This design comes from an exercise in tuning for small area, a short achievable clock period and few clock cycles per item on the open sky130 flow, not from production work. The RTL was checked by simulation tests, not by an equivalence proof against the original design. Power is estimated from default activity; no workload was simulated.

===== flow/design.v =====
module contone_block_enc (
    input  wire       clk,
    input  wire       rst,           
    input  wire       in_valid,
    output wire       in_ready,
    input  wire [7:0] in_cur,        
    input  wire [7:0] in_prev,       
    input  wire       in_sol,        
    output wire       out_valid,
    input  wire       out_ready,
    output wire [7:0] out_data,
    output wire       out_last       
);
    localparam integer T  = 13;          
    localparam integer WS = 63;          
    localparam integer L  = WS + T;      
    function [7:0] zz;                   
        input [7:0] e;
        zz = {e[6:0], 1'b0} ^ {8{e[7]}};
    endfunction
    function [31:0] res4;
        input [7:0] c, w, n, nw;
        reg   [7:0] dw, dn, da, dg;
        reg   [8:0] da9;
        reg         wltn, gew, gen, lew, len;
        begin
            dw   = c - w;
            dn   = c - n;
            da9  = {c, 1'b1} - {1'b0, w} - {1'b0, n};     
            da   = da9[8:1];                              
            dg   = c - w - n + nw;
            wltn = w < n;
            gew  = nw >= w;
            gen  = nw >= n;
            lew  = nw <= w;
            len  = nw <= n;
            res4[7:0]   = dw;
            res4[15:8]  = dn;
            res4[23:16] = da;
            res4[31:24] = (gew && gen) ? (wltn ? dw : dn) :
                          (lew && len) ? (wltn ? dn : dw) : dg;
        end
    endfunction
    function [26:0] code_of;
        input       raw;
        input [7:0] v;
        input [2:0] k;
        reg   [7:0]  q;
        reg   [15:0] tl, cs, cl;
        reg   [4:0]  qk;
        reg          esc, lg;
        begin
            q   = v >> k;
            esc = {1'b0, v} >= thr_esc(k);                
            tl  = ({8'd0, v} << (4'd15 - {1'b0, k})) & 16'h7FFF;
            qk  = q[4:0] + {2'd0, k};
            lg  = {1'b0, v} >= thr_lg(k);                 
            cs  = ~(16'hFFFF >> q[3:0]) | (tl >> q[3:0]);     
            cl  = q[4] ? (~(16'hFFFF >> q[2:0]) | (tl >> q[2:0])) : tl;
            if (raw)
                code_of = {1'b0, 5'd0, 5'd8, v, 8'd0};
            else if (esc)
                code_of = {1'b1, 5'd16, 5'd16, 8'hFF, v};
            else if (!lg)
                code_of = {1'b0, 5'd0, qk + 5'd1, cs};
            else
                code_of = {1'b1, q[4] ? 5'd16 : q[4:0],
                           (q[4] ? {2'd0, q[2:0]} : 5'd0) + {2'd0, k} + 5'd1, cl};
        end
    endfunction
    function [8:0] thr_esc;
        input [2:0] k;
        case (k)
            3'd0: thr_esc = 9'd24;
            3'd1: thr_esc = 9'd48;
            3'd2: thr_esc = 9'd96;
            3'd3: thr_esc = 9'd192;
            default: thr_esc = 9'd511;
        endcase
    endfunction
    function [8:0] thr_lg;
        input [2:0] k;
        case (k)
            3'd0: thr_lg = 9'd16;
            3'd1: thr_lg = 9'd30;
            3'd2: thr_lg = 9'd56;
            3'd3: thr_lg = 9'd104;
            3'd4: thr_lg = 9'd192;
            default: thr_lg = 9'd511;
        endcase
    endfunction
    function [8:0] thr_8;
        input [2:0] k;
        case (k)
            3'd0: thr_8 = 9'd8;
            3'd1: thr_8 = 9'd14;
            3'd2: thr_8 = 9'd24;
            3'd3: thr_8 = 9'd40;
            3'd4: thr_8 = 9'd64;
            3'd5: thr_8 = 9'd96;
            3'd6: thr_8 = 9'd128;
            default: thr_8 = 9'd0;
        endcase
    endfunction
    function [7:0] pred;
        input [1:0] p;
        input [7:0] w, n, nw;
        reg   [8:0] sum;
        reg   [7:0] g;
        begin
            sum = {1'b0, w} + {1'b0, n};
            g   = w + n - nw;
            case (p)
                2'd0: pred = w;
                2'd1: pred = n;
                2'd2: pred = sum[8:1];
                default: pred = (nw >= w && nw >= n) ? ((w < n) ? w : n) :
                                (nw <= w && nw <= n) ? ((w < n) ? n : w) : g;
            endcase
        end
    endfunction
    reg        in_ready_n;           
    reg        in_ready_p;           
    wire       in_ready_r = !in_ready_n;
    reg        r_v, r_sol, r_rebase;
    reg [7:0]  r_cur, r_prev;
    assign in_ready = in_ready_p;
    wire       acc_now = in_valid && in_ready_r;
    wire       empty_now;
    always @(posedge clk) begin
        r_cur    <= in_cur;
        r_prev   <= in_prev;
        r_sol    <= in_sol;
        r_v      <= !rst && acc_now;
        r_rebase <= !rst && acc_now && empty_now;
    end
    reg [15:0] ring [0:L-1];
    integer    ri;
    always @(posedge clk) begin
        ring[0] <= r_v ? {r_cur, r_prev} : ring[L-1];
        for (ri = 1; ri < L; ri = ri + 1)
            ring[ri] <= ring[ri-1];
    end
    reg [7:0]  lc, lp;                
    reg [5:0]  ccnt;
    reg        cpar;                  
    reg        solq [0:1];            
    reg [31:0] zr;                    
    reg        z_v, z_first, z_last;
    wire [7:0]  c_w  = r_sol ? r_prev : lc;
    wire [7:0]  c_nw = r_sol ? r_prev : lp;
    wire [31:0] c_e  = res4(r_cur, c_w, r_prev, c_nw);
    always @(posedge clk) begin
        zr      <= r_v ? {zz(c_e[31:24]), zz(c_e[23:16]), zz(c_e[15:8]), zz(c_e[7:0])}
                       : 32'd0;
        z_first <= (ccnt == 6'd0);
        z_last  <= (ccnt == 6'd63);
        if (r_v) begin
            lc <= r_cur;
            lp <= r_prev;
        end
        if (r_v && ccnt == 6'd0) solq[cpar] <= r_sol;
        if (rst) begin
            z_v  <= 1'b0;
            ccnt <= 6'd0;
            cpar <= 1'b0;
        end else begin
            z_v <= r_v;
            if (r_v) ccnt <= ccnt + 6'd1;
            if (r_v && ccnt == 6'd63) cpar <= !cpar;
        end
    end
    function [8:0] cost_step;
        input [8:0] base;
        input [7:0] z;
        input [2:0] k;
        reg   [7:0] q;
        reg   [4:0] f;
        reg   [9:0] s;
        begin
            q = z >> k;
            f = (q >= 8'd24) ? 5'd31 - {2'd0, k} : q[4:0];
            s = {1'b0, base} + {5'd0, f};
            cost_step = s[9] ? 9'h1FF : s[8:0];
            if (k >= 3'd3) cost_step[8]   = 1'b1;
            if (k >= 3'd5) cost_step[7]   = 1'b1;
            if (k >= 3'd6) cost_step[6]   = 1'b1;
        end
    endfunction
    reg [8:0] acc [0:27];
    reg       a_done;
    integer   ap, ak;
    always @(posedge clk) begin
        for (ap = 0; ap < 4; ap = ap + 1)
            for (ak = 0; ak < 7; ak = ak + 1)
                acc[7*ap+ak] <= cost_step(z_first ? 9'd64 * (ak + 1) : acc[7*ap+ak],
                                          zr[8*ap +: 8], ak[2:0]);
        a_done <= !rst && z_v && z_last;
    end
    function [11:0] min2;                
        input [11:0] a, b;
        min2 = (b[11:3] < a[11:3]) ? b : a;
    endfunction
    reg [11:0] t1a [0:3];
    reg [11:0] t1b [0:3];
    reg        t1_v;
    integer    tp;
    always @(posedge clk) begin
        for (tp = 0; tp < 4; tp = tp + 1) begin
            t1a[tp] <= min2(min2({acc[7*tp+0], 3'd0}, {acc[7*tp+1], 3'd1}),
                            min2({acc[7*tp+2], 3'd2}, {acc[7*tp+3], 3'd3}));
            t1b[tp] <= min2(min2({acc[7*tp+4], 3'd4}, {acc[7*tp+5], 3'd5}),
                            {acc[7*tp+6], 3'd6});
        end
        t1_v <= !rst && a_done;
    end
    wire [11:0] m0 = min2(t1a[0], t1b[0]);
    wire [11:0] m1 = min2(t1a[1], t1b[1]);
    wire [11:0] m2 = min2(t1a[2], t1b[2]);
    wire [11:0] m3 = min2(t1a[3], t1b[3]);
    reg  [12:0] t2l, t2h;                
    reg         t2_v;
    always @(posedge clk) begin
        t2l  <= (m1[11:3] < m0[11:3]) ? {m1[11:3], 1'b1, m1[2:0]} : {m0[11:3], 1'b0, m0[2:0]};
        t2h  <= (m3[11:3] < m2[11:3]) ? {m3[11:3], 1'b1, m3[2:0]} : {m2[11:3], 1'b0, m2[2:0]};
        t2_v <= !rst && t1_v;
    end
    wire        sfin  = t2h[12:4] < t2l[12:4];
    wire [8:0]  bcost = sfin ? t2h[12:4] : t2l[12:4];
    wire [1:0]  bp    = sfin ? {1'b1, t2h[3]} : {1'b0, t2l[3]};
    wire [2:0]  bk    = sfin ? t2h[2:0] : t2l[2:0];
    localparam [1:0] K_CODED = 2'd0, K_ZERO = 2'd1, K_ESC = 2'd2;
    reg         pd_v;
    reg  [1:0]  pd_kind, pd_p;
    reg  [2:0]  pd_k;
    wire        take;                
    always @(posedge clk) begin
        if (t2_v) begin
            pd_p    <= bp;
            pd_k    <= bk;
            pd_kind <= (bcost == 9'd64)  ? K_ZERO :
                       (bcost <= 9'd504) ? K_CODED : K_ESC;
        end
        if (rst)       pd_v <= 1'b0;
        else if (t2_v) pd_v <= 1'b1;
        else if (take) pd_v <= 1'b0;
    end
    localparam [1:0] E_IDLE = 2'd0, E_LAST = 2'd1, E_READ = 2'd2;
    reg  [1:0]  es;
    reg  [1:0]  eb_kind, eb_p;
    reg  [2:0]  eb_k;
    reg         rpar;                
    reg  [5:0]  ecnt;                
    reg  [6:0]  rp;                  
    reg         e0_v, e0_hdr, e0_b, e0_end;
    reg  [7:0]  ac, bc, pa, pb;      
    reg  [7:0]  ln;                  
    wire        e0_esc   = (eb_kind == K_ESC);
    wire [7:0]  e0_hval  = (eb_kind == K_ZERO)  ? {2'b01, eb_p, 4'b0000} :
                           (eb_kind == K_CODED) ? {2'b00, eb_p, 1'b0, eb_k} : 8'hC0;
    reg         e1_v, e1_b, e1_raw, e1_end, e1_sh;
    reg  [2:0]  e1_k;
    reg  [7:0]  e1_va, e1_vb;
    reg         sa_v, sa_lg, sa_end, sb_v, sb_lg, sb_end, s_both;
    reg  [4:0]  sa_p1, sa_len, sb_p1, sb_len, sab_len;
    reg  [15:0] sa_code, sb_code, sab_code;
    reg  [23:0] a_acc;
    reg  [4:0]  a_n;
    reg         a_flush;             
    reg         o_v, s_v, s_l, ho_l;
    reg  [7:0]  s_d, ho_d;
    reg         po_v, po_l;
    reg  [7:0]  po_d;
    wire        o_load   = !o_v || out_ready;
    wire        o_l_n    = s_v ? s_l : pop_last;
    wire [7:0]  o_d_n    = s_v ? s_d : a_acc[23:16];
    wire        pop      = !s_v && (a_n >= 5'd8 || (a_flush && a_n != 5'd0));
    wire        pop_last = a_flush && a_n <= 5'd8;
    wire [4:0]  n_pop    = !pop ? a_n : (a_n >= 5'd8 ? a_n - 5'd8 : 5'd0);
    wire        flush_stay = a_flush && !(pop && pop_last);
    wire [15:0] chunk    = sa_lg ? ~(16'hFFFF >> sa_p1) : s_both ? sab_code : sa_code;
    wire [4:0]  chunk_n  = sa_lg ? sa_p1 : s_both ? sab_len : sa_len;
    wire [5:0]  n_plus   = {1'b0, a_n} + {1'b0, chunk_n};
    wire        fits     = !pop ? n_plus <= 6'd24 :
                           (a_n >= 5'd8) ? n_plus <= 6'd32 : 1'b1;
    wire        push     = sa_v && !flush_stay && fits;
    wire        a_gone   = push && !sa_lg;                    
    wire        all_gone = a_gone && (s_both || !sb_v);       
    wire        end_sent = all_gone && (s_both ? sb_end : sa_end);
    wire [23:0] acc_pop  = pop ? {a_acc[15:0], 8'd0} : a_acc;
    wire [23:0] acc_ins  = {chunk, 8'd0} >> n_pop;    
    wire        c_load   = !sa_v || all_gone;
    wire        e1_free  = !e1_v || c_load;
    wire        e0_free  = !e0_v || e1_free;
    wire [26:0] code_a   = code_of(e1_raw, e1_va, e1_k);
    wire [26:0] code_b   = code_of(e1_raw, e1_vb, e1_k);
    wire [7:0]  q_a      = e1_va >> e1_k;
    wire [4:0]  ab_len   = e1_raw ? 5'd16 : code_a[20:16] + code_b[20:16];
    wire [15:0] ab_code  = e1_raw ? {e1_va, e1_vb} :
                           code_a[15:0] | ((code_b[15:0] >> ({2'd0, e1_k} + 5'd1)) >> q_a[2:0]);
    wire [7:0]  za       = zz(ac - pa);
    wire [7:0]  zb       = zz(bc - pb);
    wire        sh_a     = {1'b0, za} < thr_8(eb_k);
    wire        sh_b     = {1'b0, zb} < thr_8(eb_k);
    reg  [T-1:0] win;                
    wire        in_win   = |win;
    reg  [15:0] rd_a, rd_b;
    integer     wi;
    always @(*) begin
        rd_a = 16'd0;
        rd_b = 16'd0;
        for (wi = 0; wi < T; wi = wi + 1) begin
            rd_a = rd_a | ({16{win[wi]}} & ring[WS+wi]);
            rd_b = rd_b | ({16{win[wi]}} & ring[WS+wi-1]);
        end
    end
    wire        rd_go    = (es == E_READ) && e0_free && in_win;
    wire        rd_two   = ecnt != 6'd63;
    wire        last_go  = (es == E_LAST) && in_win;
    wire [1:0]  nread    = rd_go ? (rd_two ? 2'd2 : 2'd1) : {1'b0, last_go};
    wire        skip     = take && (pd_kind == K_ZERO);
    wire        sol_a    = (ecnt == 6'd0) && solq[rpar];
    wire [7:0]  rw_a     = sol_a ? rd_a[7:0] : e0_b ? bc : ac;
    wire [7:0]  rnw_a    = sol_a ? rd_a[7:0] : ln;
    assign take = (es == E_IDLE) && pd_v && e0_free;
    reg  [6:0]  occ;                 
    reg  [6:0]  ph;                  
    reg  [6:0]  freed;               
    wire [6:0]  occ_r    = occ + {6'd0, r_v} - freed;    
    assign      empty_now = (occ_r == 7'd0);
    wire        space_n  = (occ_r + {6'd0, in_ready_r} + 7'd1) <= L;
    wire [6:0]  rp_inc   = (rp == L - 1) ? 7'd0 : rp + 7'd1;
    wire [6:0]  rp_dec   = (rp == 7'd0) ? L - 1 : rp - 7'd1;
    wire [6:0]  rp_skip  = (rp >= 7'd62) ? rp - 7'd62 : rp + (L - 62);
    reg  [T-1:0] win_skip;
    integer     wj;
    always @(*)
        for (wj = 0; wj < T; wj = wj + 1)
            win_skip[wj] = (rp_skip == wj);
    always @(posedge clk) begin
        a_acc <= acc_pop | (push ? acc_ins : 24'd0);
        a_n   <= n_pop + (push ? chunk_n : 5'd0);
        if (push && end_sent)  a_flush <= 1'b1;
        else if (!flush_stay)  a_flush <= 1'b0;
        if (push && sa_lg) sa_lg <= 1'b0;
        if (c_load) begin
            sa_v     <= e1_v;
            sa_lg    <= code_a[26];
            sa_p1    <= code_a[25:21];
            sa_len   <= code_a[20:16];
            sa_code  <= code_a[15:0];
            sa_end   <= e1_end && !e1_b;
            sb_v     <= e1_v && e1_b;
            sb_lg    <= code_b[26];
            sb_p1    <= code_b[25:21];
            sb_len   <= code_b[20:16];
            sb_code  <= code_b[15:0];
            sb_end   <= e1_end;
            s_both   <= e1_b && e1_sh;
            sab_len  <= ab_len;
            sab_code <= ab_code;
        end else if (a_gone) begin
            sa_v     <= 1'b1;
            sa_lg    <= sb_lg;
            sa_p1    <= sb_p1;
            sa_len   <= sb_len;
            sa_code  <= sb_code;
            sa_end   <= sb_end;
            sb_v     <= 1'b0;
            s_both   <= 1'b0;
        end
        if (e1_free) begin
            e1_v   <= e0_v;
            e1_b   <= e0_b && !e0_hdr;
            e1_raw <= e0_hdr || e0_esc;
            e1_va  <= e0_hdr ? e0_hval : e0_esc ? ac : za;
            e1_vb  <= e0_esc ? bc : zb;
            e1_end <= e0_end;
            e1_sh  <= e0_hdr || e0_esc || (sh_a && sh_b);
            e1_k   <= eb_k;
        end
        if (e0_free) e0_v <= 1'b0;
        if (take) begin
            eb_kind <= pd_kind;
            eb_p    <= pd_p;
            eb_k    <= pd_k;
            e0_v    <= 1'b1;
            e0_hdr  <= 1'b1;
            e0_end  <= (pd_kind == K_ZERO);
            ecnt    <= 6'd0;
            if (pd_kind == K_ZERO) begin
                rpar <= !rpar;
                es   <= E_LAST;
            end else
                es   <= E_READ;
        end
        if (last_go) begin
            ac   <= rd_a[15:8];
            ln   <= rd_a[7:0];
            e0_b <= 1'b0;
            es   <= E_IDLE;
        end
        if (rd_go) begin
            pa       <= pred(eb_p, rw_a, rd_a[7:0], rnw_a);
            pb       <= pred(eb_p, rd_a[15:8], rd_b[7:0], rd_a[7:0]);
            ac       <= rd_a[15:8];
            ln       <= rd_two ? rd_b[7:0] : rd_a[7:0];
            bc       <= rd_b[15:8];
            e0_v     <= 1'b1;
            e0_hdr   <= 1'b0;
            e0_b     <= rd_two;
            e0_end   <= !rd_two || ecnt == 6'd62;
            ecnt     <= ecnt + (rd_two ? 6'd2 : 6'd1);
            if (!rd_two || ecnt == 6'd62) begin
                rpar <= !rpar;
                es   <= E_IDLE;
            end
        end
        freed <= skip ? 7'd63 : {5'd0, nread};
        occ   <= occ_r;
        if (acc_now)          ph <= 7'd0;
        else if (ph == L - 1) ph <= 7'd0;
        else                  ph <= ph + 7'd1;
        in_ready_n <= !(space_n && (acc_now || ph == L - 1 || (empty_now && !r_v)));
        in_ready_p <= space_n && (acc_now || ph == L - 1 || (empty_now && !r_v));
        if (r_rebase) begin
            rp  <= L - WS;                       
            win <= {T{1'b0}};
        end else if (skip) begin
            rp  <= rp_skip;
            win <= win_skip;
        end else if (nread == 2'd2) begin
            rp  <= rp_dec;
            win <= {rp == T, win[T-1:1]};
        end else if (nread == 2'd0) begin
            rp  <= rp_inc;
            win <= {win[T-2:0], rp == L - 1};
        end
        po_v <= !rst && (o_load ? (s_v || pop) : o_v);
        po_l <= o_load ? o_l_n : !ho_l;
        po_d <= o_load ? o_d_n : ~ho_d;
        if (o_load) begin
            ho_l <= !o_l_n;
            ho_d <= ~o_d_n;
            if (s_v) begin
                o_v <= 1'b1;
                s_v <= 1'b0;
            end else
                o_v <= pop;
        end else if (pop) begin
            s_v <= 1'b1;
            s_d <= a_acc[23:16];
            s_l <= pop_last;
        end
        if (rst) begin
            es         <= E_IDLE;
            rpar       <= 1'b0;
            e0_v       <= 1'b0;
            e1_v       <= 1'b0;
            sa_v       <= 1'b0;
            sb_v       <= 1'b0;
            a_acc      <= 24'd0;
            a_n        <= 5'd0;
            a_flush    <= 1'b0;
            o_v        <= 1'b0;
            s_v        <= 1'b0;
            occ        <= 7'd0;
            freed      <= 7'd0;
            ph         <= 7'd0;
            rp         <= 7'd0;
            win        <= {{(T-1){1'b0}}, 1'b1};
            in_ready_n <= 1'b0;
            in_ready_p <= 1'b1;
        end
    end
    assign out_valid = po_v;
    assign out_data  = po_d;
    assign out_last  = po_l;
endmodule

===== flow/flow/run.sh =====
#!/bin/bash
# Standard layout, with timing repair aimed at a shorter period than the
# clock's (the clock and all constraints are unchanged), gate sizing not
# tied to the cell footprint, and larger clock-sink clusters.
set -euo pipefail
bash standard.sh SETUP_SLACK_MARGIN=12.45 MATCH_CELL_FOOTPRINT=0 GPL_TIMING_DRIVEN=1 CTS_CLUSTER_SIZE=24 CTS_CLUSTER_DIAMETER=100 finish > standard_flow.log 2>&1

===== flow/standard.sh =====
#!/bin/bash
# synth_recipe.tcl (not shown) runs the flow's synth.tcl, then flattens the netlist and writes it again
# the make line also repeats each setting of config.mk as NAME=value (left out here)
make -C /OpenROAD-flow-scripts/flow DESIGN_CONFIG=/design/flow/config.mk WORK_HOME=/design/flow/orfs CLKGATE_MAP_FILE= SYNTH_SCRIPT=/design/flow/synth_recipe.tcl "${@:-finish}"

===== flow/config.mk =====
export PLATFORM = sky130hd
export DESIGN_NAME = contone_block_enc
export DESIGN_NICKNAME = contone_block_enc
export VERILOG_FILES = /design/flow/design.v
export SDC_FILE = /design/flow/constraint.sdc
export NUM_CORES = 4
export LEC_CHECK = 0
export CAP_MARGIN = 20
export CORE_MARGIN = 2
export CORE_UTILIZATION = 40
export SLEW_MARGIN = 20

===== flow/constraint.sdc =====
create_clock -name core_clock -period 17.0 [get_ports {clk}]
set_input_delay 3.4000 -clock core_clock [delete_from_list [all_inputs] [get_ports {clk}]]
set_output_delay 3.4000 -clock core_clock [all_outputs]
set_load 0.01 [all_outputs]

==> reports/qor.yml, run 1 <==
run_status:
  outcome: "complete, no violations"
synthesis:
  ys_seq_elements: 1903
  synth_area_per_cell_um2: 10.5
  synth_cell_types: 90
  yosysSeqAreaShare_pct: 52.6
  syn_area_um2: 76200
  synth_edf_count: 199
  ys_warn_count: 5
  synthArstFlopShare_pct: 0
  syn_inst: 7247
  syn_nets: 7889
  synth-main-ff-cell: "dfxtp_1"
timing:
  slew-limit-headroom_pct: 20.2
  drv_slew: 0
  setup_viol: 0
  fin_setup_tns_ns: 0
  finalCritPeriodShare_pct: 27.1
  worst_clock_skew_ns: 0.0715
  fin_ws_ns: 12.39
  fmax_mhz: 217
  hold_violations: 0
  worst_pin_slew_ns: 1.19
  rsz0062_at_grt: "true"
  min_period_ns: 4.61
worst_setup_path:
  r2r_cells: 18
  endpoint_kind: "flip-flop"
  cp_max_fo: 7
  cp.required_ns: 17.52
  cp.arrival_ns: 5.13
  cpMostUsedCell: "buf_4"
  crit-reg2reg-launch: "e1_k[0]"
  reg2reg_to: "sab_code[0]"
  cp-start-kind: "flip-flop"
  path_cells: "buf_12 > buf_4 > or2_4 > nand2_1 > ha_1 > nand4_1 > o311a_4 > buf_4 > buf_4 > o21ai_4 > nand3_1 > o221ai_2 > nor2_1 > mux4_2 > or3_1 > o211ai_1 > o221a_2 > o21ai_1"
  reg2reg_slack_ns: 12.39
  cp_slowest_cell: "mux4_2"
  max_stage_delay_ns: 0.50
  worstSetupPathType: "reg2reg"
cts:
  htreeDepth: 3
  cts_made_buffers: 93
  ctsHoldBuffers: 0
  cts_tree: "built"
  cts_buffer_depth: 3
  clock_latency_ns: 0.79
  cts-root-buf: "clkbuf_16"
  clock_sinks: 1903
  cts.reportedPaths.clkPinSlew_ns: 0.10
hold_path:
  worstHoldStart: "ring[16][11]"
  whs_endpoint: "ring[17][11]"
  min_path_cells: 0
  hp-class: "reg2reg"
route:
  viasPerCell: 5.29
  first_iter_violations: 4051
  ant_nets: 0
  wl_mm: 181
  drtPass1Iterations: 8
  route.detailed.drc: 0
  vias: 52100
  wl_per_cell_um: 18.3
global_routing:
  grt_usage_pct: 18.3
  grt_pass1_vias: 51300
  grt-ovfl-total: 0
  antenna_found_initial: 2
  grt_pass1_wl_mm: 284
  grt_max_degree: 112
job:
  max-cap-violations: 0
place:
  place_ws_ns: 11.38
  dp.cells: 9568
  dp_hpwl_mm: 126
  routabilityCongestion: 0.920
  port_buffers: 31
die:
  num_rows: 160
  die-height_um: 440
  die_area_um2: 194000
  start_util_pct: 40.2
  die_w_um: 440
  io_pins: 32
  fp.coreArea_um2: 190000
cells_and_area:
  final_nets: 7948
  drive_gt1_share_pct: 9.66
  syn_to_final_growth_pct: 10.9
  antenna_cells: 0
  fin_cells: 9851
power_and_ir_drop:
  peakVddDrop_uv: 102
  p_leak_uw: 0.0366
  p_per_area_nw_per_um2: 114
[area by class of cell]
cell class,instances,area (µm²)
clock buffers,111,2420
clock inverters,18,324
fillers,17600,105000
inverters,512,1990
multi-input cells,4543,34200
flip-flops and latches,1903,40100
well taps,2511,3140
repair buffers,251,2290
repair inverters,2,12.5
[critical path, delay by kind of cell (launching register included)]
kind,cells,cell delay [ns]
adders and majority gates,1,0.15
DFF,1,0.44
AOI/OAI and AO/OA,6,1.37
buffers and inverters,4,0.63
muxes,1,0.50
and+or+nand+nor,6,1.23
[worst max-delay path by stage]
stage	slack [ns]	endpoint	startpoint	cells after the start
3_5_place_dp	11.38	zr[29]	r_sol	21
2_1_floorplan	12.23	sab_code[3]	e1_k[1]	21
5_1_grt	12.23	sab_len[4]	e1_k[0]	19
3_3_place_gp	11.19	rp[3]	sa_lg	16
4_1_cts	12.21	sab_len[4]	e1_k[1]	16
6_report	12.39	sab_code[0]	e1_k[0]	18
[cells in the final DEF, fill, tap and decap left out, types with 27 or more instances in the layout]
cell type	Yosys	layout
a21o_1	183	183
or2_2	31	30
a22oi_1	150	148
a31oi_1	44	42
nor2_1	487	463
ha_1	550	546
edfxtp_1	199	199
xnor2_1	173	169
o21ai_1	18	28
o21ai_0	261	238
nand3_1	142	137
mux2i_1	255	247
o21a_1	38	34
a221oi_1	42	39
a21oi_1	369	342
clkbuf_16	0	99
o21bai_1	45	45
nand4_1	41	41
mux2_2	84	83
nand2b_1	175	172
buf_4	2	180
fa_1	71	67
dfxtp_1	1704	1684
a22o_1	27	27
nor3_1	82	73
nor2b_1	174	172
inv_1	504	495
a222oi_1	43	43
nand2_1	493	484
and2_1	70	66
xor2_1	61	61
o22ai_1	35	33
[metal layers]
layer | part of all wire, % | GRT usage, % | vias to the layer above
met3 | 5.3 | 2.62 | 392
met5 | 0 | 0 | -
met1 | 44 | 23.9 | 25000
met2 | 46 | 30.0 | 1455
li1 | - | - | 25300
met4 | 4.4 | 7.98 | 0
[registers in the layout (all words and copies together) (netlist names), 13 cells and up]
signal,cells
t2h,13
t1b,40
win,13
a_acc,24
zr,32
t1a,44
sb_code,16
sa_code,16
ring,1216
sab_code,16
t2l,13
acc,224
[logic make-up (layout without fill, tap and decap cells)]
kind of cell | Yosys count | count (layout) | share of synthesized area (%)
buffers and inverters | 802 | 894 | 4.00
multiplexers | 351 | 351 | 4.91
AO/OA/AOI/OAI | 1509 | 1509 | 13.3
AND/OR/NAND/NOR | 1826 | 1827 | 11.6
adder cells (fa/ha/maj) | 621 | 621 | 10.9
flip-flops | 1903 | 1903 | 52.6
XOR/XNOR | 235 | 235 | 2.72
[power breakdown]
part,switching [µW],total (µW),leakage [µW],internal [µW]
Sequential,229,5150,0.0159,4920
Clock,1430,2470,0.00132,1040
Combinational,1110,2010,0.0194,901
Total,2760,9630,0.0366,6860
[through the flow]
stage / utilization [%] / power, µW / cell area, µm² / hold WS (ns)
floorplan: - / 6630 / 76400 / 0.310
global placement: 41.8 / 7140 / 79200 / 0.310
detailed placement: 41.8 / 7180 / 79200 / 0.312
CTS: 43.9 / 9700 / 83300 / 0.288
global route: 44.6 / 10200 / 84500 / 0.298
finish: 44.6 / 9630 / 84500 / 0.294
[synth_stat cells (71+ instances only)]
cell / count / area share, %
nand3_1: 142 / 0.93
mux2_2: 84 / 1.2
inv_1: 504 / 2.5
fa_1: 71 / 1.9
a21o_1: 183 / 1.8
nor3_1: 82 / 0.54
nor2b_1: 174 / 1.4
dfxtp_1: 1704 / 45
xnor2_1: 173 / 2.0
nand2b_1: 175 / 1.4
a21oi_1: 369 / 2.4
clkbuf_1: 222 / 1.1
o21ai_0: 261 / 1.7
ha_1: 550 / 9.0
mux2i_1: 255 / 3.4
edfxtp_1: 199 / 7.8
a22oi_1: 150 / 1.5
nor2_1: 487 / 2.4
nand2_1: 493 / 2.4
[repair_timing]
| action | in CTS | in global routing |
|---|---|---|
| pin swaps | 30 | 51 |
| setup buffers | 83 | 62 |
| gates resized for setup | 193 | 172 |
| setup endpoints to repair | 221 | 165 |
| gates cloned | 6 | 3 |
Testbench counts, summed over its fixed seeds: cycles 167,102, blocks 2,560.
==> inputs of run 2 (changes only) <==
--- a/flow/design.v
+++ b/flow/design.v
@@ -119,9 +119,8 @@
             endcase
         end
     endfunction
-    reg        in_ready_n;           
+    reg        in_ready_r;
     reg        in_ready_p;           
-    wire       in_ready_r = !in_ready_n;
     reg        r_v, r_sol, r_rebase;
     reg [7:0]  r_cur, r_prev;
     assign in_ready = in_ready_p;
@@ -295,9 +294,11 @@
     wire [26:0] code_a   = code_of(e1_raw, e1_va, e1_k);
     wire [26:0] code_b   = code_of(e1_raw, e1_vb, e1_k);
     wire [7:0]  q_a      = e1_va >> e1_k;
-    wire [4:0]  ab_len   = e1_raw ? 5'd16 : code_a[20:16] + code_b[20:16];
+    wire [7:0]  q_b      = e1_vb >> e1_k;
+    wire [4:0]  k2       = {1'b0, e1_k, 1'b0} + 5'd2;            
+    wire [4:0]  ab_len   = e1_raw ? 5'd16 : ({2'd0, q_a[2:0]} + {2'd0, q_b[2:0]}) + k2;
     wire [15:0] ab_code  = e1_raw ? {e1_va, e1_vb} :
-                           code_a[15:0] | ((code_b[15:0] >> ({2'd0, e1_k} + 5'd1)) >> q_a[2:0]);
+                           code_a[15:0] | (((code_b[15:0] >> 1) >> e1_k) >> q_a[2:0]);
     wire [7:0]  za       = zz(ac - pa);
     wire [7:0]  zb       = zz(bc - pb);
     wire        sh_a     = {1'b0, za} < thr_8(eb_k);
@@ -421,8 +422,8 @@
         if (acc_now)          ph <= 7'd0;
         else if (ph == L - 1) ph <= 7'd0;
         else                  ph <= ph + 7'd1;
-        in_ready_n <= !(space_n && (acc_now || ph == L - 1 || (empty_now && !r_v)));
-        in_ready_p <= space_n && (acc_now || ph == L - 1 || (empty_now && !r_v));
+        in_ready_r <= space_n && (acc_now || ph == L - 1 || (empty_now && !r_v));
+        in_ready_p <= space_n && ((in_valid && in_ready_p) || ph == L - 1 || (empty_now && !r_v));
         if (r_rebase) begin
             rp  <= L - WS;                       
             win <= {T{1'b0}};
@@ -469,7 +470,7 @@
             ph         <= 7'd0;
             rp         <= 7'd0;
             win        <= {{(T-1){1'b0}}, 1'b1};
-            in_ready_n <= 1'b0;
+            in_ready_r <= 1'b1;
             in_ready_p <= 1'b1;
         end
     end
==> flow/flow/run.sh (replaced) <==
#!/bin/bash
# Standard layout, with timing repair aimed at a shorter period than the
# clock's (the clock and all constraints are unchanged), gate sizing not
# tied to the cell footprint, and larger clock-sink clusters.
set -euo pipefail
bash standard.sh SETUP_SLACK_MARGIN=12.45 MATCH_CELL_FOOTPRINT=0 CTS_CLUSTER_SIZE=24 CTS_CLUSTER_DIAMETER=100 finish > standard_flow.log 2>&1
==> run 2 against run 1 <==
Sequential cell count stayed put. Synthesized area hardly changed. Clock skew is 0.020 ns lower. Highest routed layer unchanged.
==> reports/qor.yml, run 2 <==
timing:
  slew-limit-headroom_pct: 17.3  # was 20.2%
  min_period_ns: 4.67  # was 4.61 ns
  setup_viol: 0  # unchanged
  holdWs_ns: 0.302  # was 0.294 ns
  fmax_mhz: 214  # was 217 MHz
  hold_violations: 0  # unchanged
  drv_slew: 0  # unchanged
  worst_pin_slew_ns: 1.23  # was 1.19 ns
  fin_setup_tns_ns: 0  # unchanged
  rsz0062_at_grt: "true"  # unchanged
  worst_clock_skew_ns: 0.0513  # was 0.0715 ns
  finalCritPeriodShare_pct: 27.5  # was 27.1%
cts:
  cts_made_buffers: 91  # was 93
  clock_sinks: 1903  # unchanged
  clock_latency_ns: 0.75  # was 0.79 ns
  cts-root-buf: "clkbuf_16"  # unchanged
  cts_buffer_depth: 3  # unchanged
  cts_tree: "built"  # unchanged
  cts.reportedPaths.clkPinSlew_ns: 0.10  # about the same
  htreeDepth: 3  # unchanged
synthesis:
  synth_cell_types: 105  # was 90
  synth_top_area_share_pct: 44.7  # was 44.8%
  ys_seq_elements: 1903  # unchanged
  synth_common_cells: "1704 x dfxtp_1, 555 x ha_1, 505 x inv_1"  # was 1704 x dfxtp_1, 550 x ha_1, 504 x inv_1
  synth.area.top_cells: "dfxtp_1 45%, ha_1 9.1%, edfxtp_1 7.8%"  # was dfxtp_1 45%, ha_1 9.0%, edfxtp_1 7.8%
  yosysMostFrequentCell: "dfxtp_1"  # unchanged
  ys_warn_count: 5  # unchanged
  synth_area_per_cell_um2: 10.6  # was 10.5 µm²
  syn_area_um2: 76200  # about the same
  syn_inst: 7213  # was 7247
  synth_edf_count: 199  # unchanged
  yosysSeqAreaShare_pct: 52.6  # about the same
  synth-main-ff-cell: "dfxtp_1"  # unchanged
  synth_top_cell_by_area: "dfxtp_1"  # unchanged
  synthArstFlopShare_pct: 0  # unchanged
  syn_nets: 7861  # was 7889
worst_setup_path:
  cp_max_fo: 5  # was 7
  worstSetupPathType: "reg2reg"  # unchanged
  crit-reg2reg-launch: "s_both"  # was e1_k[0]
  r2r_cells: 18  # unchanged
  critPathLaunch: "s_both"  # was e1_k[0]
  endpoint_kind: "flip-flop"  # unchanged
  cp.required_ns: 17.60  # was 17.52 ns
  cp.arrival_ns: 5.27  # was 5.13 ns
  cp-start-kind: "flip-flop"  # unchanged
global_routing:
  grt_max_degree: 154  # was 112
  grt_pass1_wl_mm: 282  # was 284 mm
  grt-ovfl-total: 0  # unchanged
  grt_pass1_vias: 50800  # was 51300
  grt_usage_pct: 18.1  # was 18.3%
  antenna_found_initial: 4  # was 2
place:
  dp_hpwl_mm: 125  # was 126 mm
  port_buffers: 31  # unchanged
  dp.cells: 9531  # was 9568
  routabilityCongestion: 0.922  # was 0.920
die:
  fp.coreArea_um2: 190000  # about the same
  die_area_um2: 194000  # about the same
  die_w_um: 441  # was 440 µm
  start_util_pct: 40.2  # about the same
  io_pins: 32  # unchanged
  num_rows: 160  # unchanged
  die-height_um: 441  # was 440 µm
power_and_ir_drop:
  peakVddDrop_uv: 82.7  # was 102 µV
  p_leak_uw: 0.0364  # was 0.0366 µW
  finalPower_uw: 9470  # was 9630 µW
  p_per_area_nw_per_um2: 112  # was 114 nW/µm²
cells_and_area:
  regArea_um2: 40100  # about the same
  fillerInstances: 17700  # was 17600
  final_common_cell: "dfxtp_1"  # unchanged
  final_util_pct: 44.7  # was 44.6%
  fin_cells: 9854  # was 9851
  syn_to_final_growth_pct: 11.3  # was 10.9%
  mostFrequentLayoutCells: "1686 x dfxtp_1, 547 x ha_1, 498 x inv_1"  # was 1684 x dfxtp_1, 546 x ha_1, 495 x inv_1
  drive_gt1_share_pct: 10.1  # was 9.66%
  top_register: "ring"  # unchanged
  final_nets: 7957  # was 7948
  largest_reg_flops: 1216  # unchanged
  multiInputGateArea_um2: 34300  # was 34200 µm²
  reg_top3: "ring (1216), acc (224), t1a (44)"  # unchanged
hold_path:
  hp-class: "reg2reg"  # unchanged
  worstHoldStart: "ring[24][0]"  # was ring[16][11]
  min_path_cells: 0  # unchanged
route:
  first_iter_violations: 3949  # was 4051
  route.detailed.drc: 0  # unchanged
  ant_nets: 0  # unchanged
  drtPass1Iterations: 8  # unchanged
  vias: 51600  # was 52100
  viasPerCell: 5.23  # was 5.29
  wl_mm: 180  # was 181 mm
  wl_per_cell_um: 18.3  # about the same
run_status:
  outcome: "complete, no violations"  # unchanged
job:
  max-cap-violations: 0  # unchanged
## run 2: critical path, stage by stage (launching register included)
cell and delay (ns):
edfxtp_1 0.44, buf_12 0.16, mux2i_1 0.11, o21ai_1 0.21, ha_2 0.25, fa_2 0.43
or3_4 0.40, or2_1 0.22, o31ai_2 0.22, a22oi_2 0.13, o41a_1 0.48, or3_4 0.37
clkinv_4 0.06, buf_12 0.12, nand2_8 0.08, inv_16 0.07, mux4_2 0.49, a221oi_2 0.21
nor2_1 0.07
## run 2: cell type report
| type | count | area share (%) |
|---|---|---|
| timing repair inverter | 2 | 0.0266 |
| tap | 2511 | 3.70 |
| clock buffer | 110 | 2.78 |
| antenna | 3 | 0.00885 |
| clock inverter | 14 | 0.279 |
| multi-input combinational | 4516 | 40.5 |
| inverter | 515 | 2.39 |
| sequential | 1903 | 47.3 |
| timing repair buffer | 280 | 3.05 |
## run 2: metal layers
| metal | up-vias | global-route usage (%) | part of all wire, % |
|---|---|---|---|
| met5 | - | 0 | 0 |
| met4 | 0 | 6.50 | 3.7 |
| met3 | 323 | 2.15 | 4.5 |
| met2 | 1281 | 30.6 | 48 |
| met1 | 24800 | 23.7 | 44 |
| li1 | 25200 | - | - |
## run 2: stage by stage
step / cell area (µm²) / worst slack [ns]
2_1_floorplan: 76500 / 12.40
3_3_place_gp: 79200 / 10.92
3_5_place_dp: 79200 / 10.90
4_1_cts: 83000 / 12.28
5_1_grt: 84800 / 12.19
6_report: 84800 / 12.33
## run 2: repair_timing
item | in CTS | in global routing
setup buffers | 59 | 119
endpoints found under the hold margin | 0 | 0
pin swaps | 15 | 76
hold buffers | 0 | 0
endpoints found under the setup margin | 308 | 178
gates cloned | 12 | 6
resized for setup | 184 | 170
## run 2: where the power goes
part | total (µW) | switching (µW) | internal, µW
registers | 5080 | 197 | 4880
logic | 1970 | 1060 | 909
clock network | 2430 | 1420 | 1010
## run 2: cell families after synthesis
family	synth area share (%)
buffers and inverters	4.05
AOI/OAI and AO/OA	13.4
adders and majority gates	11.0
DFF	52.6
and+or+nand+nor	11.4
xor gates and xnor gates	2.65
muxes	4.91
## run 2: path summary, 6_finish.rpt
check,endpoint,slack (ns)
min,ring[25][0],0.30
max reg2reg,rp[4],12.33
min reg2reg,ring[25][0],0.30
max,rp[4],12.33
Testbench counts of run 2, summed over its fixed seeds: cycles 167,102, blocks 2,560.

[what the ideal ports hide]
The flow's constraints put no driver on any port. The routed layouts listed below were extracted and timed again, unchanged, in two steps. Step 1 assumes that a clkbuf_16 drives the clock port and a buf_2 every other input. Step 2 also shifts input and output timing later by t, the mid clock arrival at the registers, as if the neighbouring blocks saw the same clock. Slacks: ideal ports / drivers / drivers and shift; pairs: ideal ports / drivers.
run | t, ns | setup slack, ns | worst setup path after step 2 | clock arrival spread, ns | slew at the worst register clock pin (ns)
run 1 | 0.839 | 12.386 / 12.317 / 12.002 | input to register | 0.071 / 0.071 | 0.11 / 0.11
run 2 | 0.811 | 12.326 / 12.326 / 11.829 | input to register | 0.060 / 0.059 | 0.11 / 0.11
After both steps every run listed still meets setup and hold. The setup slack of run 2, which loses most, moves by 0.000 ns with the drivers and by -0.497 ns with both steps.
